This design comes from an exercise in tuning for small area, a short achievable clock period and few clock cycles per item on the open sky130 flow, not from production work. Function was checked by simulation only, so behaviour that the tests miss may differ from the original. Power and IR drop assume default switching activity.

### flow/design.v
module prs_decoder (
    input  wire        clk,
    input  wire        rst,           
    input  wire        in_valid,
    output wire        in_ready,
    input  wire [31:0] in_data,
    output wire        out_valid,
    input  wire        out_ready,
    output wire [14:0] out_sample,
    output wire        out_last
);
    integer i;
    reg  [3:0]  bw;             
    reg         nxt_v;
    reg  [3:0]  nK;
    reg  [2:0]  nes;            
    reg         nsgn;
    reg  [31:0] B0, B1;         
    reg         B0v, B1v;
    reg         in_rdy;
    wire exp_ctrl  = (bw == 4'd0);
    assign in_ready = in_rdy;
    wire in_fire   = in_valid && in_rdy;
    wire ctrl_fire = in_fire && exp_ctrl;
    wire body_fire = in_fire && !exp_ctrl;
    wire [31:0] in_s;
    genvar gi;
    generate
        for (gi = 0; gi < 32; gi = gi + 1) begin : g_ord
            assign in_s[gi] = in_data[8 * (gi / 8) + 7 - (gi % 8)];
        end
    endgenerate
    reg         cur_v;
    reg  [3:0]  K;
    reg  [2:0]  es;
    reg         sgn;
    reg  [4:0]  idx;            
    reg  [4:0]  ptr;            
    reg  [15:0] lacc;           
    reg         chk;            
    wire        rawblk  = (K == 4'd15);
    wire        rawmode = rawblk || (idx[4:1] == 4'd0);
    wire        last    = (idx == 5'd31);
    wire [63:0] cbuf = {B1, B0};
    wire [21:0] w    = cbuf >> ptr;           
    reg  [21:0] wr;                            
    always @(*) for (i = 0; i < 22; i = i + 1) wr[i] = w[21 - i];
    reg  [8:0]  th;
    always @(*) begin
        th[0] = 1'b1;
        for (i = 1; i < 9; i = i + 1) th[i] = th[i - 1] & w[i - 1];
    end
    wire        all8 = th[8];
    reg  [2:0]  L;
    always @(*) begin
        casez (w[6:0])
            7'b??????0: L = 3'd0;
            7'b?????01: L = 3'd1;
            7'b????011: L = 3'd2;
            7'b???0111: L = 3'd3;
            7'b??01111: L = 3'd4;
            7'b?011111: L = 3'd5;
            7'b0111111: L = 3'd6;
            default:    L = 3'd7;
        endcase
    end
    wire        chunk = !rawmode && all8;
    wire [4:0]  sh    = 5'd21 - {1'b0, K} - {2'b00, L};
    reg  [13:0] maskK;
    always @(*) for (i = 0; i < 14; i = i + 1) maskK[i] = (i < K);
    wire [21:0] wsh   = wr >> sh;
    wire [13:0] low   = wsh[13:0] & maskK;
    wire [15:0] u     = lacc | ({13'd0, L} << K) | {2'b00, low};
    wire [14:0] rawval = sgn ? wr[21:7] : {1'b0, wr[21:8]};
    wire [5:0]  ptrW  = {1'b0, ptr} + (sgn ? 6'd15 : 6'd14);
    wire [5:0]  ptr8  = {1'b0, ptr} + 6'd8;
    wire [5:0]  ptrK1 = {1'b0, ptr} + {2'b00, K} + 6'd1;
    wire [4:0]  ptrR  = ptrK1[4:0] + {2'b00, L};
    reg         rc_cross, rc_over;
    always @(*) begin
        rc_cross = ptrK1[5];
        rc_over  = ptrK1[5] && (ptrK1[4:0] != 5'd0 || th[1]);
        for (i = 1; i < 8; i = i + 1) begin
            if (ptrK1 == 6'd32 - i) rc_cross = th[i];
            if (ptrK1 == 6'd33 - i) rc_over  = th[i];
        end
    end
    wire        crs = rawmode ? ptrW[5] : chunk ? ptr8[5] : rc_cross;
    wire        over  = rawmode ? (ptrW > 6'd32) : rc_over;
    wire [4:0]  pnext = rawmode ? ptrW[4:0] : chunk ? ptr8[4:0] : ptrR;
    wire        ffit  = rawmode ? !ptrW[5] || ptrW == 6'd32
                                : ({1'b0, ptr} + {2'b00, K} <= 6'd24);
    wire        efit  = rawmode ? (ptrW <= 6'd32) : chunk ? (ptr8 <= 6'd32) : !rc_over;
    reg         d_v, d_raw, d_last, d_sgn;
    reg  [2:0]  d_es;
    reg  [15:0] d_val;
    reg         q_v, q_raw, q_last, q_sgn, q_e0;
    reg  [16:0] q_val;
    reg  [1:0]  npend;
    reg         last1, last0;
    reg  [14:0] xr1, xr0;
    wire r_go   = q_v && !npend[1];
    wire q_free = !q_v || r_go;
    wire d_mov  = d_v && q_free;
    wire d_free = !d_v || q_free;
    wire xfer   = (npend != 2'd0) && out_ready;
    wire go     = d_free && cur_v && B0v && (B1v || ffit || chk);
    wire dec    = go && !chunk;
    wire bend   = dec && last;
    wire take   = nxt_v && (!cur_v || bend);
    wire drop1 = go && (crs || bend);
    wire drop2 = bend && over;
    wire [3:0] bw_n   = ctrl_fire ? (in_data[5:2] + {3'd0, |in_data[1:0]})
                      : body_fire ? bw - 4'd1 : bw;
    wire       nxt_vn = ctrl_fire || (nxt_v && !take);
    wire       B0v_n  = drop2 ? body_fire
                      : drop1 ? (B1v || body_fire)
                      : (B0v || body_fire);
    wire       B1v_n  = drop2 ? 1'b0
                      : drop1 ? (B1v && body_fire)
                      : (B1v || (B0v && body_fire));
    always @(posedge clk) begin
        if (rst) begin
            bw     <= 4'd0;
            nxt_v  <= 1'b0;
            in_rdy <= 1'b0;
            B0v    <= 1'b0;
            B1v    <= 1'b0;
            cur_v  <= 1'b0;
            idx    <= 5'd0;
            ptr    <= 5'd0;
            lacc   <= 16'd0;
            chk    <= 1'b0;
            d_v    <= 1'b0;
            q_v    <= 1'b0;
            npend  <= 2'd0;
        end else begin
            bw     <= bw_n;
            nxt_v  <= nxt_vn;
            B0v    <= B0v_n;
            B1v    <= B1v_n;
            in_rdy <= (ctrl_fire ? 1'b0 : body_fire ? (bw == 4'd1) : exp_ctrl) ? !nxt_vn : !B1v_n;
            chk    <= !go && cur_v && B0v && efit;
            if (take) begin
                cur_v <= 1'b1;
            end else if (bend) begin
                cur_v <= 1'b0;
            end
            if (go) begin
                if (bend)
                    ptr <= 5'd0;
                else
                    ptr <= pnext;
                if (chunk)
                    lacc <= lacc + (16'd8 << K);
                else
                    lacc <= 16'd0;
                if (dec)
                    idx <= idx + 5'd1;
            end
            if (dec)
                d_v <= 1'b1;
            else if (d_mov)
                d_v <= 1'b0;
            if (d_mov)
                q_v <= 1'b1;
            else if (r_go)
                q_v <= 1'b0;
            npend <= npend + {1'b0, r_go} - {1'b0, xfer};
        end
        if (!nxt_v) begin
            nK   <= in_data[31:28];
            nes  <= in_data[24] ? 3'd0 : in_data[27:25];
            nsgn <= (in_data[19:16] == 4'd14);
        end
        if (take) begin
            K   <= nK;
            es  <= nes;
            sgn <= nsgn;
        end
        if (drop2 || (drop1 && !B1v) || !B0v)
            B0 <= in_s;
        else if (drop1)
            B0 <= B1;
        if (drop1 || !B1v)
            B1 <= in_s;
        if (dec) begin
            d_raw  <= rawmode;
            d_last <= last;
            d_sgn  <= sgn;
            d_es   <= es;
            d_val  <= rawmode ? {1'b0, rawval} : u;
        end
        if (d_mov) begin
            q_raw  <= d_raw;
            q_last <= d_last;
            q_sgn  <= d_sgn;
            q_e0   <= (d_es == 3'd0);
            q_val  <= d_raw ? {2'b00, d_val[14:0]} : qs;
        end
        if (r_go) begin
            last1 <= q_last;
            last0 <= last1;
            xr1   <= xr_n;
            xr0   <= xr1;
        end
    end
    wire [16:0] qd = {1'b0, d_val[15:1]} ^ {17{d_val[0]}};
    wire [16:0] qs = (d_es == 3'd0) ? qd : qd + (qd << d_es);
    function automatic [14:0] clampv(input [16:0] v, input s, input e_0);
        reg hi_x, lo_x;
        begin
            hi_x = (!v[16] && v[15:14] != 2'b00) || (!e_0 && v == 17'h03FFF);
            if (s)
                lo_x = (v[16] && v[15:14] != 2'b11) || v == 17'h1C000 || (!e_0 && v == 17'h1C001);
            else
                lo_x = v[16];
            if (hi_x)
                clampv = e_0 ? 15'h3FFF : 15'h3FFE;
            else if (lo_x)
                clampv = s ? (e_0 ? 15'h4001 : 15'h4002) : 15'h0000;
            else
                clampv = v[14:0];
        end
    endfunction
    wire [16:0] x1e  = {{2{xr1[14]}}, xr1};
    wire [16:0] x0e  = {{2{xr0[14]}}, xr0};
    wire [16:0] pr   = (x1e << 1) - x0e;
    wire [16:0] csa_s = (x1e << 1) ^ ~x0e ^ q_val;
    wire [16:0] csa_c = ((((x1e << 1) & ~x0e) | ((x1e << 1) & q_val) | (~x0e & q_val)) << 1) | 17'd1;
    wire [16:0] sA   = csa_s + csa_c;
    wire [16:0] hiv  = q_e0 ? 17'h03FFF : 17'h03FFE;
    wire [16:0] lov  = q_sgn ? (q_e0 ? 17'h1C001 : 17'h1C002) : 17'h00000;
    wire [16:0] sH   = hiv + q_val;
    wire [16:0] sL   = lov + q_val;
    wire        pr_hi = (!pr[16] && pr[15:14] != 2'b00) || (!q_e0 && pr == 17'h03FFF);
    wire        pr_lo = q_sgn ? ((pr[16] && pr[15:14] != 2'b11) || pr == 17'h1C000 || (!q_e0 && pr == 17'h1C001))
                              : pr[16];
    wire [14:0] xr_n = q_raw ? q_val[14:0]
                     : pr_hi ? clampv(sH, q_sgn, q_e0)
                     : pr_lo ? clampv(sL, q_sgn, q_e0)
                     : clampv(sA, q_sgn, q_e0);
    assign out_valid  = (npend != 2'd0);
    assign out_sample = npend[1] ? xr0 : xr1;
    assign out_last   = npend[1] ? last0 : last1;
endmodule
### flow/flow/run.sh
#!/bin/bash
# The standard layout, with repair_timing asked to leave 14 ns of setup slack
# at the design's clock, which shortens the critical path of the layout.
set -uo pipefail
bash standard.sh SETUP_SLACK_MARGIN=14 finish > make.log 2>&1
### flow/standard.sh
#!/bin/bash
# synth_recipe.tcl (not shown) runs the flow's synth.tcl, then flattens the netlist and writes it again
# the make line also repeats each setting of config.mk as NAME=value (left out here)
make -C /OpenROAD-flow-scripts/flow DESIGN_CONFIG=/design/flow/config.mk WORK_HOME=/design/flow/orfs CLKGATE_MAP_FILE= SYNTH_SCRIPT=/design/flow/synth_recipe.tcl "${@:-finish}"
### flow/config.mk
export PLATFORM = sky130hd
export DESIGN_NAME = prs_decoder
export DESIGN_NICKNAME = prs_decoder
export VERILOG_FILES = /design/flow/design.v
export SDC_FILE = /design/flow/constraint.sdc
export NUM_CORES = 4
export LEC_CHECK = 0
export CAP_MARGIN = 20
export CORE_MARGIN = 2
export CORE_UTILIZATION = 40
export SLEW_MARGIN = 20
### flow/constraint.sdc
create_clock -name core_clock -period 20.0 [get_ports {clk}]
set_input_delay 4.0000 -clock core_clock [delete_from_list [all_inputs] [get_ports {clk}]]
set_output_delay 4.0000 -clock core_clock [all_outputs]
set_load 0.01 [all_outputs]
==> results of run 1 <==
## kinds of logic after synthesis
family                   count (synthesis)
AO/OA/AOI/OAI                          523
XOR/XNOR                                99
adder cells (fa/ha/maj)                123
buffers and inverters                  258
flip-flops                             192
multiplexers                           220
AND/OR/NAND/NOR                        595
## per-stage QoR
stage | cell area (um2) | instances | utilization [%]
global route | 20400 | 2619 | 44.0
CTS | 20300 | 2607 | 43.7
floorplan | 18700 | 2010 | -
global placement | 19600 | 2574 | 42.3
finish | 20400 | 2619 | 44.0
detailed placement | 19600 | 2574 | 42.3
## worst paths after layout
check             endpoint  slack, ns
max          out_sample[5]      14.10
min                   K[3]       0.42
max reg2reg         B0[13]      14.33
min reg2reg           K[3]       0.42
## layout by cell type (no fill, tap or decap), types with 25 or more instances in the layout
master	netlist	routed
nor2_1	182	182
edfxtp_1	155	155
a21oi_1	144	144
nand2_1	141	141
inv_1	137	135
ha_1	101	99
o21ai_0	97	97
mux2i_1	77	77
xnor2_1	64	63
nor3_1	59	59
mux4_2	56	56
clkdlybuf4s50_1	0	53
mux2_2	49	49
nand3_1	41	41
dfxtp_1	37	34
xor2_1	33	33
a21o_1	31	31
mux2_4	29	29
buf_4	1	28
a211oi_1	25	25
## metal layers
metal | vias to the layer above | wire length, um | share of wire, %
li1 | 7531 | - | -
met1 | 7913 | 26400 | 48
met2 | 620 | 23900 | 44
met3 | 53 | 3810 | 6.9
met4 | 0 | 693 | 1.3
met5 | - | 0 | 0
## critical path: cells and delay by family, from the launching register on
family	cells	cell delay [ns]
buf+inv	2	0.69
flops	1	0.52
compound gates	1	0.22
## layout make-up
type	instances	area share, %
repair buffers	83	3.86
repair inverters	2	0.0491
flip-flops and latches	192	26.5
clock inverters	15	1.02
clock buffers	17	2.09
multi-input cells	1560	60.1
well taps	607	3.72
inverters	143	2.69
## power by group
part / leakage, nW / switching, mW / internal (mW) / total [mW]
registers: 1.81 / 0.0311 / 0.454 / 0.485
clock network: 0.302 / 0.181 / 0.193 / 0.374
logic: 5.76 / 0.192 / 0.159 / 0.351
## state kept, by name, indices dropped and copies added, names as in the netlist, 5 cells and up
signal,flops
idx,5
lacc,13
xr1,15
B1,32
xr0,15
d_val,16
B0,32
ptr,5
q_val,17
## timing repair
item | 4_1_cts | 5_1_grt
hold endpoints to repair | 0 | 0
setup endpoints to repair | 26 | 49
setup buffers | 1 | 10
hold buffers | 0 | 0
resized for setup | 4 | 9
gates cloned | 0 | 2
==> results.toml, run 1 <==
[global_route]
overflow = 0
grt_util_met2_pct = 33.8
grt_pass1_vias = 14700
grt_first_pass_wirelength_um = 85400
antenna_found_initial = 0
grt_max_degree = 57
top_usage_layer = "met1"
met3_usage_pct = 2.86
track_usage_pct = 22.5
met1_usage_pct = 34.5

[clocking]
clk_pin_slew_worst_paths_ns = 0.09
clk_latency_ns = 0.47
cts_root_buffer = "clkbuf_16"
numCtsBuffers = 17
cts_tree = "done"
cts.path.max_buffers = 2
htree_levels = 4
cts.sinks = 192

[yosys]
synth_top_family_by_area = "compound AO/OA/AOI/OAI gates"
synth_area_per_cell_um2 = 9.30
synth_ff_type = "edfxtp_1"
synthCells = 2010
synth_top_area_cell = "edfxtp_1"
synth_area_um2 = 18700
synth_most_common_cell = "nor2_1"
synth-seq-cells = 192
synth_edf_count = 155
syn-num-nets = 2169
yosysSeqAreaShare_pct = 28.9
synth_xor_area_share_pct = 4.78
synth_common_cells = "nor2_1 (182), edfxtp_1 (155), a21oi_1 (144)"
synth-adder-area-share_pct = 9.11
ys_top_cells_by_area = "edfxtp_1 (25%), ha_1 (6.8%), mux4_2 (6.7%)"
async_flop_share_pct = 0
synth_cell_type_count = 92
synth_simple_gate_area_share_pct = 15.4
synth_top_area_share_pct = 24.9
ys_warn_count = 1
synth-compound-area-share_pct = 18.6
synth.area.mux_share_pct = 17.4

[sta]
rsz0062_at_grt = "no"
drv_slew = 0
slew-limit-headroom_pct = 31.8
setup_viol = 0
whs_ns = 0.422
tns_ns = 0
hold_viol_final = 0
fmax_mhz = 170
period_needed_ns = 5.90
tightest_slew_ns = 1.02
finalCritPeriodShare_pct = 29.5
finClkSkew_ns = 0.0152
setup_slack_ns = 14.10

[placement]
port-buffer-count = 53
pre_cts_slack_ns = 13.74
hpwl_um = 42300
gp_congestion = 0.919

[run_status]
status = "finished clean"

[setup_path]
r2r-start = "K[0]"
crit_chain = "inv_1, o21ai_0, clkdlybuf4s50_1"
crit_path_start = "xr1[5]"
cp-end-kind = "primary output"
critPathArrivalTime_ns = 1.90
r2r_cells = 15
worstSetupPathType = "reg -> out"
cp_slowest_cell = "clkdlybuf4s50_1"
required_ns = 16.00
start_kind = "flip-flop"
path_max_fanout = 3
cpPeakStageDelay_ns = 0.57

[hold_path]
min_path_type = "reg -> reg"
hp-start = "nK[3]"
hold_depth = 0

[finish]
layout.nets = 2158
multiInputGateArea_um2 = 12300
fillers = 4430
drive_above_1_share_pct = 12.1
diodes = 0
synthToLayoutAreaGrowth_pct = 9.09
ff_latch_area_um2 = 5410

[floorplanning]
die_h_um = 220
rows = 79
initial_utilization_pct = 40.3
ioPinCount = 54
dieArea_um2 = 48500
core_um2 = 46400
die_w_um = 220

[route]
routed_via_density = 6.15
ant_nets = 0
route.detailed.wl_per_inst_um = 21.0
drc = 0
dr.pass1.iters = 6
drt_iter0_markers = 1637
via_count = 16100
routed_wl_um = 54900

[power]
p_leak_nw = 7.87
powerDensity_nw_per_um2 = 59.3
total_power_mw = 1.21
max-vdd-ir-drop_mv = 0.0607

[flow_run]
maxCapViolCount = 0
Testbench counts, summed over its fixed seeds: cycles 17,368, blocks 512.
==> run 2, diff against run 1 <==
==> flow/run.sh (new file) <==
#!/bin/bash
# synth_recipe.tcl (not shown) runs the flow's synth.tcl, then flattens the netlist and writes it again
# the make line also repeats each setting of config.mk as NAME=value (left out here)
make -C /OpenROAD-flow-scripts/flow DESIGN_CONFIG=/design/flow/config.mk WORK_HOME=/design/flow/orfs CLKGATE_MAP_FILE= SYNTH_SCRIPT=/design/flow/synth_recipe.tcl finish
removed: flow/flow/run.sh
removed: flow/standard.sh
==> run 2 against run 1 <==
Effect of this change: cell area shrank 0.83%; clock power is essentially flat; via count shrank 0.69%; register-to-register slack lost 0.65 ns; critical endpoint is now d_val[7]; die area is the same; critical path type is now reg -> reg; hold slack gained 0.00081 ns; setup slack lost 0.42 ns; non-clock buffer count shrank 11; clock-buffer cell count is the same; largest cell class unchanged; still clean on timing, DRC and antenna.
==> results.toml, run 2 <==
[floorplanning]
rows = 79
initial_utilization_pct = 40.3
dieArea_um2 = 48500
core_um2 = 46400
die_h_um = 220
ioPinCount = 54
die_w_um = 220

[finish]
multiInputGateArea_um2 = 12200
ff_latch_area_um2 = 5400
largest_registers = "B0: 32 flops, B1: 32 flops, q_val: 17 flops"
finalNonFillerCells = 2606
utilization_pct = 43.6
fillers = 4444
drive_above_1_share_pct = 11.1
layout.nets = 2145
synthToLayoutAreaGrowth_pct = 8.18
diodes = 0
final_common_cell = "nor2_1"
layout_common_cells = "nor2_1 (182), edfxtp_1 (155), a21oi_1 (144)"

[yosys]
synth_cell_type_count = 92
synth_top_area_share_pct = 24.9
synth_common_cells = "nor2_1 (182), edfxtp_1 (155), a21oi_1 (144)"
ys_warn_count = 1
synth_edf_count = 155
yosysSeqAreaShare_pct = 28.9
async_flop_share_pct = 0
synth-seq-cells = 192
synthCells = 2010
syn-num-nets = 2169
synth_area_um2 = 18700
ys_top_cells_by_area = "edfxtp_1 (25%), ha_1 (6.8%), mux4_2 (6.7%)"
synth_area_per_cell_um2 = 9.30
synth_top_area_cell = "edfxtp_1"
synth_most_common_cell = "nor2_1"
synth_ff_type = "edfxtp_1"

[clocking]
clk_latency_ns = 0.46
postCtsHoldBufs = 0
cts_tree = "done"
cts.path.max_buffers = 2
htree_levels = 4
cts_root_buffer = "clkbuf_16"
post_cts_buffers = 0
numCtsBuffers = 17
postCtsResizedCells = 0
cts.sinks = 192
clk_pin_slew_worst_paths_ns = 0.09

[setup_path]
r2r-end = "d_val[7]"
r2r-start = "ptr[0]"
cpPeakStageDelay_ns = 0.93
cp_slowest_cell = "dfxtp_4"
cp-end-kind = "flip-flop"
r2r_cells = 14
start_kind = "flip-flop"
worstSetupPathType = "reg -> reg"
critPathArrivalTime_ns = 6.51
required_ns = 20.19
path_max_fanout = 54
crit_chain = "mux4_1, a22oi_1, o21ai_0, or2_2, a31oi_1, ha_1, inv_1, ha_1, inv_1, fa_1, xnor2_1, mux4_2, a221oi_1, o21ai_0"
rrSetupSlack_ns = 13.68

[sta]
hold_viol_final = 0
finalCritPeriodShare_pct = 31.6
period_needed_ns = 6.32
drv_slew = 0
tns_ns = 0
fmax_mhz = 158
finClkSkew_ns = 0.0143
rsz0062_at_grt = "no"
slew-limit-headroom_pct = 24.4
setup_viol = 0
tightest_slew_ns = 1.13

[placement]
port-buffer-count = 53
hpwl_um = 42300
gp_congestion = 0.919
dp.cells = 2574

[power]
max-vdd-ir-drop_mv = 0.0606
powerDensity_nw_per_um2 = 59.6
p_leak_nw = 7.80
total_power_mw = 1.20

[route]
route.detailed.wl_per_inst_um = 20.8
via_count = 16000
routed_wl_um = 54200
drt_iter0_markers = 1539
routed_via_density = 6.14
drc = 0
dr.pass1.iters = 6
ant_nets = 0

[global_route]
grt_pass1_vias = 14700
overflow = 0
grt_first_pass_wirelength_um = 85200
antenna_found_initial = 0
grt_max_degree = 57
track_usage_pct = 22.5

[hold_path]
hp-start = "nK[3]"
min_path_type = "reg -> reg"
min_to = "K[3]"
hold_depth = 0

[run_status]
status = "finished clean"

[flow_run]
maxCapViolCount = 0
run 2: cell types whose count changed in the layout (fill, tap and decap cells not counted), sizes merged:
cell	change
buf	-11
clkinvlp	-4
inv	+2
run 2: worst max path at each step:
stage          slack, ns        from         to  depth (start not counted)
4_1_cts            13.54    npend[1]   out_last                          2
3_3_place_gp       13.94      ptr[0]   d_val[7]                         14
5_1_grt            13.29      ptr[0]  d_val[12]                         17
3_5_place_dp       13.74      ptr[0]   d_val[7]                         14
6_report           13.68      ptr[0]   d_val[7]                         14
2_1_floorplan      14.83  in_data[0]      bw[2]                          7
run 2: report_power, final:
part           internal (mW)  leakage, nW  total [mW]  switching [mW]
Clock                  0.193        0.302       0.373           0.180
Sequential             0.453         1.81       0.485          0.0314
Combinational          0.157         5.69       0.347           0.190
run 2: cell families (layout without fill, tap and decap cells):
logic type	count (synthesis)	after routing	share of synthesized area (%)
AO/OA/AOI/OAI	523	523	18.6
XOR/XNOR	99	99	4.78
adder cells (fa/ha/maj)	123	123	9.11
buffers and inverters	258	247	5.84
flip-flops	192	192	28.9
multiplexers	220	220	17.4
AND/OR/NAND/NOR	595	595	15.4
run 2: metrics by stage:
stage / setup slack, ns / hold WS [ns] / instance area [um2]
2_1_floorplan: 14.83 / 0.400 / 18700
5_1_grt: 13.29 / 0.436 / 20200
3_3_place_gp: 13.94 / 0.404 / 19600
6_report: 13.68 / 0.422 / 20200
3_5_place_dp: 13.74 / 0.405 / 19600
4_1_cts: 13.54 / 0.423 / 20200
run 2: layer usage:
metal / wire, um / track usage (%) / vias to the layer above
met5: 0 / 0 / -
met4: 700 / 4.68 / 0
met3: 3560 / 2.86 / 58
met2: 23400 / 33.7 / 634
met1: 26500 / 34.5 / 7804
li1: - / - / 7509
run 2: final cells by class:
type	count	share of cell area, %
Inverter	143	2.68
Sequential cell	192	26.7
Multi-Input combinational cell	1560	60.4
Tap cell	607	3.75
Clock inverter	15	1.03
Clock buffer	17	2.10
Timing Repair Buffer	72	3.33
run 2: worst max-delay path: cells and delay by family, from the launching register on:
family	cells	cell delay (ns)
compound gates	5	1.40
xor+xnor	1	0.89
fa+ha+maj	3	0.93
buf+inv	2	0.12
flops	1	0.93
mux	2	1.36
simple gates	1	0.38
==> run 3, diff against run 2 <==
==> flow/flow/run.sh (new file) <==
#!/bin/bash
# The standard layout, with repair_timing asked to leave 14.2 ns of setup slack
# at the design's clock (and free to resize cells to other footprints), which
# shortens the critical path of the layout.
set -uo pipefail
bash standard.sh SETUP_SLACK_MARGIN=14.2 MATCH_CELL_FOOTPRINT=0 finish > make.log 2>&1
==> flow/standard.sh (new file) <==
#!/bin/bash
# synth_recipe.tcl (not shown) runs the flow's synth.tcl, then flattens the netlist and writes it again
# the make line also repeats each setting of config.mk as NAME=value (left out here)
make -C /OpenROAD-flow-scripts/flow DESIGN_CONFIG=/design/flow/config.mk WORK_HOME=/design/flow/orfs CLKGATE_MAP_FILE= SYNTH_SCRIPT=/design/flow/synth_recipe.tcl "${@:-finish}"
removed: flow/run.sh
==> run 3 against run 2 <==
Effect of this change: still clean; utilization is 0.84 points higher; critical path depth is 12 lower; maximum frequency is 9.9% higher; sequential power is 1% lower; synthesized cell count stayed put; register-to-register slack better by 0.79 ns; sequential share of layout area is 0.49 points lower; combinational power is 5% higher; power is 1.2% higher; die area stayed put; first-iteration DRC count is 9.1% higher; critical endpoint is now out_last; highest routed layer unchanged.
==> results.toml, run 3 <==
[yosys]
async_flop_share_pct = 0
synth_ff_type = "edfxtp_1"
yosysSeqAreaShare_pct = 28.9
synth_top_area_cell = "edfxtp_1"
syn-num-nets = 2169
ys_warn_count = 1
synth_area_um2 = 18700
synth_top_area_share_pct = 24.9
ys_top_cells_by_area = "edfxtp_1 (25%), ha_1 (6.8%), mux4_2 (6.7%)"
synth_cell_type_count = 92
synth_edf_count = 155
synth_area_per_cell_um2 = 9.30
synth-seq-cells = 192
synth_common_cells = "nor2_1 (182), edfxtp_1 (155), a21oi_1 (144)"
synthCells = 2010
synth_most_common_cell = "nor2_1"

[setup_path]
required_ns = 16.00
crit_family = "buffers and inverters"
path_max_fanout = 10
cpPeakStageDelay_ns = 0.48
critPathArrivalTime_ns = 1.75
cp-end-kind = "primary output"
start_kind = "flip-flop"
crit_chain = "mux2_2, clkdlybuf4s50_1"
path_buf_inv = 1
cp_slowest_cell = "clkdlybuf4s50_1"
rrSetupSlack_ns = 14.47
worstSetupPathType = "reg -> out"
r2r-end = "d_val[7]"
r2r-start = "ptr[0]"
r2r_cells = 18

[route]
ant_nets = 0
routed_wl_um = 55500
route.detailed.wl_per_inst_um = 21.0
via_count = 16200
dr.pass1.iters = 5
drc = 0
drt_iter0_markers = 1679
routed_via_density = 6.16

[hold_path]
hp-start = "es[1]"
hold_depth = 0
min_to = "d_es[1]"
min_path_type = "reg -> reg"

[placement]
gp_congestion = 0.919
port-buffer-count = 53
hpwl_um = 42300

[global_route]
grt_pass1_vias = 14800
top_usage_layer = "met1"
antenna_found_initial = 0
grt_max_degree = 57
overflow = 0
grt_util_met2_pct = 34.1
grt_first_pass_wirelength_um = 86000
track_usage_pct = 22.7
met3_usage_pct = 2.91
met1_usage_pct = 34.7

[clocking]
cts_tree = "done"
htree_levels = 4
clk_latency_ns = 0.47
cts.path.max_buffers = 2
clk_pin_slew_worst_paths_ns = 0.08
cts_root_buffer = "clkbuf_16"
cts.sinks = 192
postCtsHoldBufs = 0
numCtsBuffers = 17

[floorplanning]
die_w_um = 220
die_h_um = 220
dieArea_um2 = 48500
initial_utilization_pct = 40.3
ioPinCount = 54
core_um2 = 46400
rows = 79

[finish]
fillers = 4407
ff_latch_area_um2 = 5410
layout_common_cells = "nor2_1 (182), edfxtp_1 (155), a21oi_1 (143)"
final_common_cell = "nor2_1"
diodes = 0
multiInputGateArea_um2 = 12300
drive_above_1_share_pct = 13.1
synthToLayoutAreaGrowth_pct = 10.3
layout.nets = 2175
largest_registers = "B0: 32 flops, B1: 32 flops, q_val: 17 flops"

[power]
total_power_mw = 1.22
powerDensity_nw_per_um2 = 59.1
max-vdd-ir-drop_mv = 0.0609
p_leak_nw = 8.10

[sta]
period_needed_ns = 5.75
finClkSkew_ns = 0.0152
finalCritPeriodShare_pct = 28.8
rsz0062_at_grt = "yes"
hold_viol_final = 0
setup_viol = 0
whs_ns = 0.423
tightest_slew_ns = 1.01
drv_slew = 0
tns_ns = 0
slew-limit-headroom_pct = 32.4
fmax_mhz = 174

[run_status]
status = "finished clean"

[flow_run]
maxCapViolCount = 0
==> run 3: area by class of cell <==
| cell class | instances | area share (%) |
|---|---|---|
| clock inverter | 15 | 1.01 |
| sequential | 192 | 26.2 |
| timing repair buffer | 100 | 4.75 |
| multi-input combinational | 1560 | 59.6 |
| tap | 607 | 3.68 |
| clock buffer | 17 | 2.06 |
| timing repair inverter | 2 | 0.0485 |
| inverter | 143 | 2.66 |
==> run 3: worst register-to-register path: cells and delay by family, from the launching register on <==
kind                     cells  cell delay (ns)
AO/OA/AOI/OAI                4             0.81
XOR/XNOR                     1             0.53
buffers and inverters        4             0.46
AND/OR/NAND/NOR              2             0.16
adder cells (fa/ha/maj)      3             0.78
flip-flops                   1             0.56
multiplexers                 4             1.96
==> run 3: timing repair <==
item | 4_1_cts | 5_1_grt
gates cloned | 1 | 1
pin swaps | 0 | 1
buffers inserted | 5 | 23
gates resized for setup | 15 | 18
endpoints found under the setup margin | 57 | 69
endpoints found under the hold margin | 0 | 0
==> run 3: worst max-delay path by stage <==
stage / startpoint / endpoint / depth (start not counted)
final: npend[1] / out_last / 2
after global routing: ptr[0] / d_val[0] / 18
after CTS: npend[1] / out_sample[1] / 3
after detailed placement: ptr[0] / d_val[7] / 14
after global placement: ptr[0] / d_val[7] / 14
after floorplan: in_data[0] / bw[2] / 7
==> run 3: cells by family (layout without fill, tap and decap cells) <==
logic type	Yosys count	after routing	synth area share, %
buffers and inverters	258	277	5.84
adders and majority gates	123	123	9.11
AOI/OAI and AO/OA	523	523	18.6
DFF	192	192	28.9
and+or+nand+nor	595	595	15.4
muxes	220	220	17.4
xor gates and xnor gates	99	99	4.78
==> run 3: power by group <==
| group | internal (mW) | switching [mW] | total, mW |
|---|---|---|---|
| Clock | 0.193 | 0.181 | 0.374 |
| Combinational | 0.163 | 0.202 | 0.365 |
| Sequential | 0.454 | 0.0264 | 0.480 |
| Total | 0.810 | 0.409 | 1.22 |
==> run 3: layer usage <==
metal | part of all wire [%] | vias to the layer above
met5 | 0 | -
met4 | 1.5 | 0
met3 | 6.5 | 61
met2 | 44 | 621
met1 | 49 | 8004
li1 | - | 7560
==> run 3: per-stage QoR <==
step / worst slack [ns] / instances / util [%] / instance area, um2
3_3_place_gp: 13.94 / 2574 / 42.3 / 19600
4_1_cts: 14.21 / 2612 / 43.9 / 20300
5_1_grt: 14.13 / 2636 / 44.5 / 20600
6_report: 14.25 / 2636 / 44.5 / 20600
3_5_place_dp: 13.74 / 2574 / 42.3 / 19600
2_1_floorplan: 14.83 / 2010 / - / 18700
==> run 4, diff against run 3 <==
==> flow/flow/run.sh (replaced) <==
#!/bin/bash
# The standard layout, with repair_timing asked to leave 14.5 ns of setup slack
# at the design's clock (and free to resize cells to other footprints), which
# shortens the critical path of the layout.
set -uo pipefail
bash standard.sh SETUP_SLACK_MARGIN=14.5 MATCH_CELL_FOOTPRINT=0 finish > make.log 2>&1
--- a/flow/config.mk
+++ b/flow/config.mk
@@ -7,5 +7,5 @@
 export LEC_CHECK = 0
 export CAP_MARGIN = 20
 export CORE_MARGIN = 2
-export CORE_UTILIZATION = 40
+export CORE_UTILIZATION = 60
 export SLEW_MARGIN = 20
==> run 4 against run 3 <==
Effect of this change: still clean on timing, DRC and antenna; power rose by 3.8%; combinational power grew 14%; clock skew fell by 0.0030 ns; synthesized area is the same; clock power fell by 1%; critical path type unchanged; highest routed layer unchanged.
==> results.toml, run 4 <==
[floorplanning]
die_w_um = 181
dieArea_um2 = 32600
ioPinCount = 54
rows = 64
initial_utilization_pct = 61.0
die_h_um = 181
core_um2 = 30700

[sta]
finalCritPeriodShare_pct = 27.9
setup_slack_ns = 14.41
setup_viol = 0
fmax_mhz = 179
tns_ns = 0
finClkSkew_ns = 0.0122
period_needed_ns = 5.59
rsz0062_at_grt = "yes"
tightest_slew_ns = 1.07
hold_viol_final = 0
drv_slew = 0
slew-limit-headroom_pct = 28.6

[setup_path]
required_ns = 16.00
start_kind = "flip-flop"
crit_family = "buffers and inverters"
path_buf_inv = 4
path_max_fanout = 8
crit_top_cell = "buf_6"
cp_slowest_cell = "dfxtp_4"
critPathArrivalTime_ns = 1.59
worstSetupPathType = "reg -> out"
cp-end-kind = "primary output"
crit_chain = "buf_6, buf_8, clkbuf_16, or2_4, buf_6"
cpPeakStageDelay_ns = 0.36

[global_route]
antenna_found_initial = 0
grt_first_pass_wirelength_um = 87500
grt_pass1_vias = 15900
grt_max_degree = 50
track_usage_pct = 33.9
overflow = 0

[power]
total_power_mw = 1.27
powerDensity_nw_per_um2 = 61.9
max-vdd-ir-drop_mv = 0.0805
p_leak_nw = 8.07

[yosys]
synth_ff_type = "edfxtp_1"
synth_most_common_cell = "nor2_1"
synth_common_cells = "nor2_1 (182), edfxtp_1 (155), a21oi_1 (144)"
ys_warn_count = 1
synthCells = 2010
synth-seq-cells = 192
ys_top_cells_by_area = "edfxtp_1 (25%), ha_1 (6.8%), mux4_2 (6.7%)"
synth_edf_count = 155
synth_area_per_cell_um2 = 9.30
synth_area_um2 = 18700
synth_cell_type_count = 92
yosysSeqAreaShare_pct = 28.9
async_flop_share_pct = 0
synth_top_area_share_pct = 24.9
syn-num-nets = 2169
synth_top_area_cell = "edfxtp_1"

[finish]
drive_above_1_share_pct = 14.8
layout.nets = 2176
finalNonFillerCells = 2426
largest_registers = "B0: 32 flops, B1: 32 flops, q_val: 17 flops"
synthToLayoutAreaGrowth_pct = 9.46
final_common_cell = "nor2_1"
fillers = 2474
layout_common_cells = "nor2_1 (182), edfxtp_1 (155), a21oi_1 (143)"
diodes = 0
utilization_pct = 66.7

[clocking]
clk_latency_ns = 0.47
cts.path.max_buffers = 2
cts.sinks = 192
cts_root_buffer = "clkbuf_16"
numCtsBuffers = 17
postCtsHoldBufs = 0
htree_levels = 4
clk_pin_slew_worst_paths_ns = 0.09
cts_tree = "done"

[route]
drt_iter0_markers = 1704
via_count = 16300
drc = 0
dr.pass1.iters = 7
ant_nets = 0
route.detailed.wl_per_inst_um = 22.9
routed_via_density = 6.72
routed_wl_um = 55500

[placement]
pre_cts_slack_ns = 13.80
dp.cells = 2366
hpwl_um = 41400
port-buffer-count = 53
gp_congestion = 1.02

[run_status]
status = "finished clean"

[flow_run]
maxCapViolCount = 0

[hold_path]
min_path_type = "reg -> reg"
run 4: final timing paths:
kind              slack, ns  cells past startpoint   endpoint  startpoint
setup / recovery      14.41                      5  out_valid    npend[1]
hold / removal         0.42                      0       K[0]       nK[0]
setup reg to reg      14.69                     17   d_val[4]      ptr[4]
hold reg to reg        0.42                      0       K[0]       nK[0]
run 4: final cells by class:
type / count / area [um2] / area share (%)
Sequential cell: 192 / 5400 / 26.4
Clock buffer: 21 / 514 / 2.51
Timing Repair inverter: 2 / 12.5 / 0.0611
Tap cell: 396 / 495 / 2.42
Clock inverter: 11 / 120 / 0.587
Multi-Input combinational cell: 1560 / 12400 / 60.6
Inverter: 143 / 552 / 2.70
Timing Repair Buffer: 101 / 971 / 4.74
run 4: where the power goes:
group	switching [mW]	internal, mW
registers	0.0249	0.454
logic	0.226	0.191
clock network	0.178	0.193
total	0.428	0.837
run 4: cell families after synthesis:
logic type	synth area share, %
multiplexers	17.4
adder cells (fa/ha/maj)	9.11
buffers and inverters	5.84
AND/OR/NAND/NOR	15.4
XOR/XNOR	4.78
flip-flops	28.9
AO/OA/AOI/OAI	18.6
run 4: stage by stage:
step / hold WS (ns) / cell area (um2)
after floorplan: 0.400 / 18700
after global placement: 0.402 / 19300
after detailed placement: 0.405 / 19300
after CTS: 0.419 / 20300
after global routing: 0.431 / 20500
final: 0.419 / 20500
run 4: what timing repair did:
| action | 4_1_cts | 5_1_grt |
|---|---|---|
| resized for setup | 38 | 86 |
| setup buffers | 12 | 11 |
| pin swaps | 2 | 4 |
| hold endpoints to repair | 0 | 0 |
| endpoints found under the setup margin | 68 | 80 |
| cloned | 4 | 1 |
run 4: routing by layer:
layer	up-vias	track usage (%)	part of all wire, %
met5	-	0	0
met2	711	59.4	50
li1	7566	-	-
met1	7851	40.3	39
met3	183	5.25	6.0
met4	0	17.6	5.4
==> run 5, diff against run 4 <==
--- a/flow/config.mk
+++ b/flow/config.mk
@@ -7,5 +7,5 @@
 export LEC_CHECK = 0
 export CAP_MARGIN = 20
 export CORE_MARGIN = 2
-export CORE_UTILIZATION = 60
+export CORE_UTILIZATION = 40
 export SLEW_MARGIN = 20
==> run 5 against run 4 <==
Effect of this change: still clean on timing, DRC and antenna; synthesized area did not move; clock-buffer cell count down 4; setup slack better by 0.13 ns; clock power about the same; power down 3.1%; hold slack improved by 0.0038 ns; critical path depth is 2 lower; sequential share of layout area shrank 0.36 points; sequential power barely moved; maximum frequency increased by 2.4%; utilization shrank 22 points; die area up 49%.
==> results.toml, run 5 <==
[power]
p_sw_share_pct = 33.7
intPower_mw = 0.813
comb_power_share_pct = 30.7
p_leak_nw = 8.16
pwr-share-clk_pct = 30.4
powerDensity_nw_per_um2 = 59.1
p_seq_share_pct = 38.9
max-vdd-ir-drop_mv = 0.0616
netSwitchingPower_mw = 0.413

[clocking]
clk_latency_ns = 0.47
cts.path.max_buffers = 2
clk_pin_slew_worst_paths_ns = 0.09
numCtsBuffers = 17
cts_root_buffer = "clkbuf_16"
postCtsHoldBufs = 0
htree_levels = 4
cts_tree = "done"
cts.sinks = 192

[yosys]
ys_top_cells_by_area = "edfxtp_1 (25%), ha_1 (6.8%), mux4_2 (6.7%)"
synth_edf_count = 155
synth_most_common_cell = "nor2_1"
yosysSeqAreaShare_pct = 28.9
synth_area_um2 = 18700
syn-num-nets = 2169
ys_warn_count = 1
synthCells = 2010
synth_ff_type = "edfxtp_1"
synth_top_area_share_pct = 24.9
synth_common_cells = "nor2_1 (182), edfxtp_1 (155), a21oi_1 (144)"
synth_area_per_cell_um2 = 9.30
async_flop_share_pct = 0
synth-seq-cells = 192
synth_cell_type_count = 92
synth_top_area_cell = "edfxtp_1"

[finish]
layout_common_cells = "nor2_1 (182), edfxtp_1 (155), a21oi_1 (142)"
fillers = 4405
synthToLayoutAreaGrowth_pct = 11.0
utilization_pct = 44.8
layout.nets = 2182
largest_registers = "B0: 32 flops, B1: 32 flops, q_val: 17 flops"
drive_above_1_share_pct = 13.9
design_area_um2 = 20800
final_common_cell = "nor2_1"
diodes = 0

[global_route]
grt_max_degree = 57
antenna_found_initial = 2
overflow = 0
track_usage_pct = 22.9
grt_first_pass_wirelength_um = 86600
grt_pass1_vias = 14900

[setup_path]
required_ns = 16.00
start_kind = "flip-flop"
cp-end-kind = "primary output"
critPathArrivalTime_ns = 1.46
cpPeakStageDelay_ns = 0.36
worstSetupPathType = "reg -> out"
cp_slowest_cell = "dfxtp_4"
crit_chain = "buf_4, or2_2, clkbuf_2"
path_max_fanout = 6
rrSetupSlack_ns = 14.72

[route]
route.detailed.wl_per_inst_um = 21.2
ant_nets = 0
dr.pass1.iters = 6
routed_via_density = 6.15
via_count = 16300
drt_iter0_markers = 1673
drc = 0
routed_wl_um = 56100

[placement]
placed_area_um2 = 19600
hpwl_um = 42300
port-buffer-count = 53
gp_congestion = 0.919

[sta]
hold_viol_final = 0
fmax_mhz = 183
drv_slew = 0
finalCritPeriodShare_pct = 27.3
tns_ns = 0
finClkSkew_ns = 0.0145
period_needed_ns = 5.46
setup_viol = 0
rsz0062_at_grt = "yes"
slew-limit-headroom_pct = 30.8
tightest_slew_ns = 1.04

[floorplanning]
die_w_um = 220
ioPinCount = 54
core_um2 = 46400
initial_utilization_pct = 40.3
dieArea_um2 = 48500
die_h_um = 220
rows = 79

[flow_run]
maxCapViolCount = 0

[run_status]
status = "finished clean"

[hold_path]
min_path_type = "reg -> reg"
[run 5: cell types whose count changed in the layout (fill, tap and decap cells not counted), sizes merged]
| cell | before | now |
|---|---|---|
| clkinv | 5 | 6 |
| buf | 58 | 54 |
| bufinv | 0 | 2 |
| dlymetal6s2s | 1 | 14 |
| inv | 147 | 145 |
| clkinvlp | 4 | 7 |
| clkbuf | 28 | 21 |
[run 5: power by group through the flow]
stage | Combinational, mW | Sequential [mW] | Clock (mW)
6_report | 0.377 | 0.476 | 0.373
5_1_grt | 0.407 | 0.479 | 0.392
4_1_cts | 0.365 | 0.476 | 0.381
3_5_place_dp | 0.341 | 0.493 | 0
3_3_place_gp | 0.338 | 0.493 | 0
2_1_floorplan | 0.250 | 0.471 | 0
[run 5: critical path, delay by kind of cell (launching register included)]
family / cells / cell delay [ns]
flip-flops: 1 / 0.36
AND/OR/NAND/NOR: 1 / 0.32
buffers and inverters: 2 / 0.32
[run 5: area by class of cell]
cell class                 count  area [um2]  share of cell area, %
sequential                   192        5410                   26.0
timing repair buffer         107        1020                   4.93
tap                          607         759                   3.66
clock buffer                  17         425                   2.05
multi-input combinational   1560       12400                   59.6
timing repair inverter         2        12.5                 0.0603
inverter                     143         553                   2.66
clock inverter                15         209                   1.01
[run 5: per-stage QoR]
step / cells / power (mW) / hold slack (ns) / setup slack, ns
2_1_floorplan: 2010 / 0.721 / 0.400 / 14.83
3_3_place_gp: 2574 / 0.831 / 0.404 / 13.94
3_5_place_dp: 2574 / 0.834 / 0.405 / 13.74
4_1_cts: 2627 / 1.22 / 0.423 / 14.22
5_1_grt: 2643 / 1.28 / 0.436 / 14.45
6_report: 2643 / 1.23 / 0.422 / 14.54
[run 5: cells by family (layout without fill, tap and decap cells)]
kind of cell	count (synthesis)	count (layout)	share of synthesized area [%]
adders and majority gates	123	123	9.11
DFF	192	192	28.9
and+or+nand+nor	595	595	15.4
AOI/OAI and AO/OA	523	523	18.6
buffers and inverters	258	284	5.84
xor gates and xnor gates	99	99	4.78
muxes	220	220	17.4
[run 5: what timing repair did]
item	in CTS	in global routing
setup endpoints to repair	73	70
pin swaps	0	2
resized for setup	34	24
gates cloned	2	0
setup buffers	19	16
[run 5: routing by layer]
metal  up-vias  GRT usage [%]  wire length (um)
met5         -              0                12
met4         2           5.21               987
met3        84           3.19              4030
met2       661           34.3             24200
met1      7931           34.7             26900
li1       7583              -                 -
[run 5: worst paths after layout]
path             from         to  cells past startpoint
max          npend[1]  out_valid                      3
min reg2reg     nK[3]       K[3]                      0
min             nK[3]       K[3]                      0
max reg2reg    ptr[2]   d_val[5]                     21
==> run 6, diff against run 5 <==
==> flow/flow/run.sh (replaced) <==
#!/bin/bash
# The standard layout, with two changes to how it is made:
# - repair_timing is asked to leave 15 ns of setup slack at the design's
#   clock (and may resize cells to other footprints), which shortens the
#   layout's critical path;
# - every input and output port still gets a buffer, but a plain buf_2
#   instead of the slower delay buffer buffer_ports picks by default.
set -uo pipefail
bash standard.sh SETUP_SLACK_MARGIN=15 MATCH_CELL_FOOTPRINT=0 \
  "BUFFER_PORTS_ARGS=-buffer_cell sky130_fd_sc_hd__buf_2" finish > make.log 2>&1
==> run 6 against run 5 <==
Effect of this change: synthesized cell count unchanged; via count up 1.1%; setup slack worse by 0.065 ns; non-clock buffer count up 48; synthesized area unchanged; sequential power about the same; cell area up 3.0%; flip-flop and latch count unchanged; clock power down 7.8%.
==> results.toml, run 6 <==
[yosys]
synth_xor_area_share_pct = 4.78
syn-num-nets = 2169
synthCells = 2010
yosysSeqAreaShare_pct = 28.9
synth_ff_type = "edfxtp_1"
synth_edf_count = 155
async_flop_share_pct = 0
synth_top_area_share_pct = 24.9
ys_top_cells_by_area = "edfxtp_1 (25%), ha_1 (6.8%), mux4_2 (6.7%)"
synth-adder-area-share_pct = 9.11
synth_cell_type_count = 92
synth_area_per_cell_um2 = 9.30
synth_simple_gate_area_share_pct = 15.4
synth_common_cells = "nor2_1 (182), edfxtp_1 (155), a21oi_1 (144)"
synth_top_family_by_area = "compound AO/OA/AOI/OAI gates"
synth_top_area_cell = "edfxtp_1"
synth-compound-area-share_pct = 18.6
synth_area_um2 = 18700
synth_most_common_cell = "nor2_1"
synth-seq-cells = 192
synth.area.mux_share_pct = 17.4
ys_warn_count = 1

[placement]
dp.cells = 2576
pre_cts_slack_ns = 13.72
gp_congestion = 0.993
port-buffer-count = 53
hpwl_um = 43000

[finish]
largest_registers = "B0: 32 flops, B1: 32 flops, q_val: 17 flops"
drive_above_1_share_pct = 21.7
layout_common_cells = "nor2_1 (181), edfxtp_1 (155), a21oi_1 (138)"
diodes = 0
utilization_pct = 46.1
synthToLayoutAreaGrowth_pct = 14.3
finalNonFillerCells = 2691
layout.nets = 2230
final_common_cell = "nor2_1"

[clocking]
htree_levels = 4
cts.sinks = 192
numCtsBuffers = 17
postCtsHoldBufs = 0
clk_pin_slew_worst_paths_ns = 0.08
cts_tree = "done"
cts_root_buffer = "clkbuf_16"
clk_latency_ns = 0.49
cts.path.max_buffers = 2

[route]
routed_via_density = 6.11
via_count = 16400
route.detailed.wl_per_inst_um = 21.6
drc = 0
ant_nets = 0
routed_wl_um = 58100
drt_iter0_markers = 1560
dr.pass1.iters = 5

[global_route]
grt_pass1_vias = 15200
grt_first_pass_wirelength_um = 88500
track_usage_pct = 23.8
antenna_found_initial = 0
grt_max_degree = 57
overflow = 0

[sta]
period_needed_ns = 5.52
drv_slew = 0
setup_slack_ns = 14.48
setup_viol = 0
finClkSkew_ns = 0.0131
hold_viol_final = 0
slew-limit-headroom_pct = 32.2
finalCritPeriodShare_pct = 27.6
tightest_slew_ns = 1.01
fmax_mhz = 181
rsz0062_at_grt = "yes"
tns_ns = 0

[floorplanning]
ioPinCount = 54
rows = 79
die_w_um = 220
die_h_um = 220
dieArea_um2 = 48500
core_um2 = 46400
initial_utilization_pct = 40.3

[power]
max-vdd-ir-drop_mv = 0.0839
powerDensity_nw_per_um2 = 60.0
p_leak_nw = 8.39

[hold_path]
min_path_type = "reg -> reg"

[flow_run]
maxCapViolCount = 0

[setup_path]
cp-end-kind = "primary output"
critPathArrivalTime_ns = 1.52
path_max_fanout = 4
start_kind = "flip-flop"
required_ns = 16.00
worstSetupPathType = "reg -> out"

[run_status]
status = "finished clean"
==> run 6: changes by cell type in the layout (fill, tap and decap cells not counted), sizes merged <==
cell | previous run | this run
clkbuf | 21 | 20
clkinvlp | 7 | 9
dlymetal6s2s | 14 | 0
bufinv | 2 | 1
inv | 145 | 142
clkdlybuf4s50 | 35 | 0
buf | 54 | 153
clkinv | 6 | 7
==> run 6: final timing paths <==
| path | start | slack (ns) | endpoint | cells past startpoint |
|---|---|---|---|---|
| max | npend[1] | 14.48 | out_sample[2] | 4 |
| min | nK[0] | 0.42 | K[0] | 0 |
| max reg2reg | ptr[0] | 15.12 | B0[1] | 17 |
| min reg2reg | nK[0] | 0.42 | K[0] | 0 |
==> run 6: cell families (layout without fill, tap and decap cells) <==
| logic type | after synthesis | after routing |
|---|---|---|
| buffers and inverters | 258 | 332 |
| AND/OR/NAND/NOR | 595 | 595 |
| XOR/XNOR | 99 | 99 |
| multiplexers | 220 | 220 |
| adder cells (fa/ha/maj) | 123 | 123 |
| AO/OA/AOI/OAI | 523 | 523 |
| flip-flops | 192 | 192 |
==> run 6: stage by stage <==
stage	cell area [um2]	power, mW	hold WS, ns
3_3_place_gp	19400	0.823	0.403
5_1_grt	21400	1.34	0.428
2_1_floorplan	18800	0.726	0.400
3_5_place_dp	19400	0.823	0.405
6_report	21400	1.28	0.421
4_1_cts	20700	1.25	0.422
==> run 6: final cells by class <==
class	count	area, um2
repair buffers	155	1270
inverters	143	568
clock buffers	18	429
fillers	4349	25000
clock inverters	14	154
repair inverters	2	12.5
flip-flops and latches	192	5410
multi-input cells	1560	12800
well taps	607	759
==> run 6: report_power, final <==
group	leakage, nW	switching (mW)	internal, mW
Sequential	1.81	0.0228	0.454
Clock	0.280	0.169	0.176
Combinational	6.31	0.244	0.218
==> run 6: routing by layer <==
metal	global-route usage, %	wire length, um	vias to the layer above
li1	-	-	7666
met4	9.28	1950	0
met5	0	0	-
met2	36.3	26100	715
met3	3.99	4280	112
met1	33.6	25800	7945
==> run 6: critical path, cell delays in order (launching register included) <==
cell	delay, ns
dfxtp_4	0.36
buf_6	0.12
buf_12	0.13
mux2_4	0.30
buf_6	0.12
==> run 6: timing repair <==
item                       in CTS  in global routing
cloned                          4                  0
setup endpoints to repair     117                 84
hold endpoints to repair        0                  0
pin swaps                       4                 19
setup buffers                  35                 44
resized for setup              96                 86

afterwards: timing with drivers on the ports:
No port has a modelled driver above. Below, the same layouts with a new extraction and two added sets of constraints. Step 1: set_driving_cell puts a clkbuf_16 on clk and a buf_2 on each other input, an assumption about the parent block. Step 2 adds t to the input delays and takes it off the output delays; t is the mean of the earliest and latest rising clock arrival at the registers after step 1. Input paths then give back, and output paths get back, about the clock's delay inside the block. Three values: no drivers, after step 1, after step 2; two values: the first two.
run	t, ns	setup slack, ns	latest minus earliest clock arrival (ns)	cell pins on the clock port's net
run 1	0.514	14.105 / 14.050 / 13.985	0.016 / 0.015	1
run 2	0.512	13.682 / 13.682 / 13.682	0.015 / 0.014	1
run 3	0.514	14.250 / 14.195 / 13.994	0.015 / 0.015	1
run 4	0.516	14.413 / 14.355 / 14.199	0.017 / 0.017	1
run 5	0.515	14.544 / 14.490 / 14.198	0.015 / 0.014	1
run 6	0.535	14.480 / 14.425 / 14.483	0.013 / 0.014	1
After both steps setup and hold are still met in every run listed. The setup slack of run 5, which loses most, moves by -0.054 ns with the drivers and by -0.346 ns with both steps.
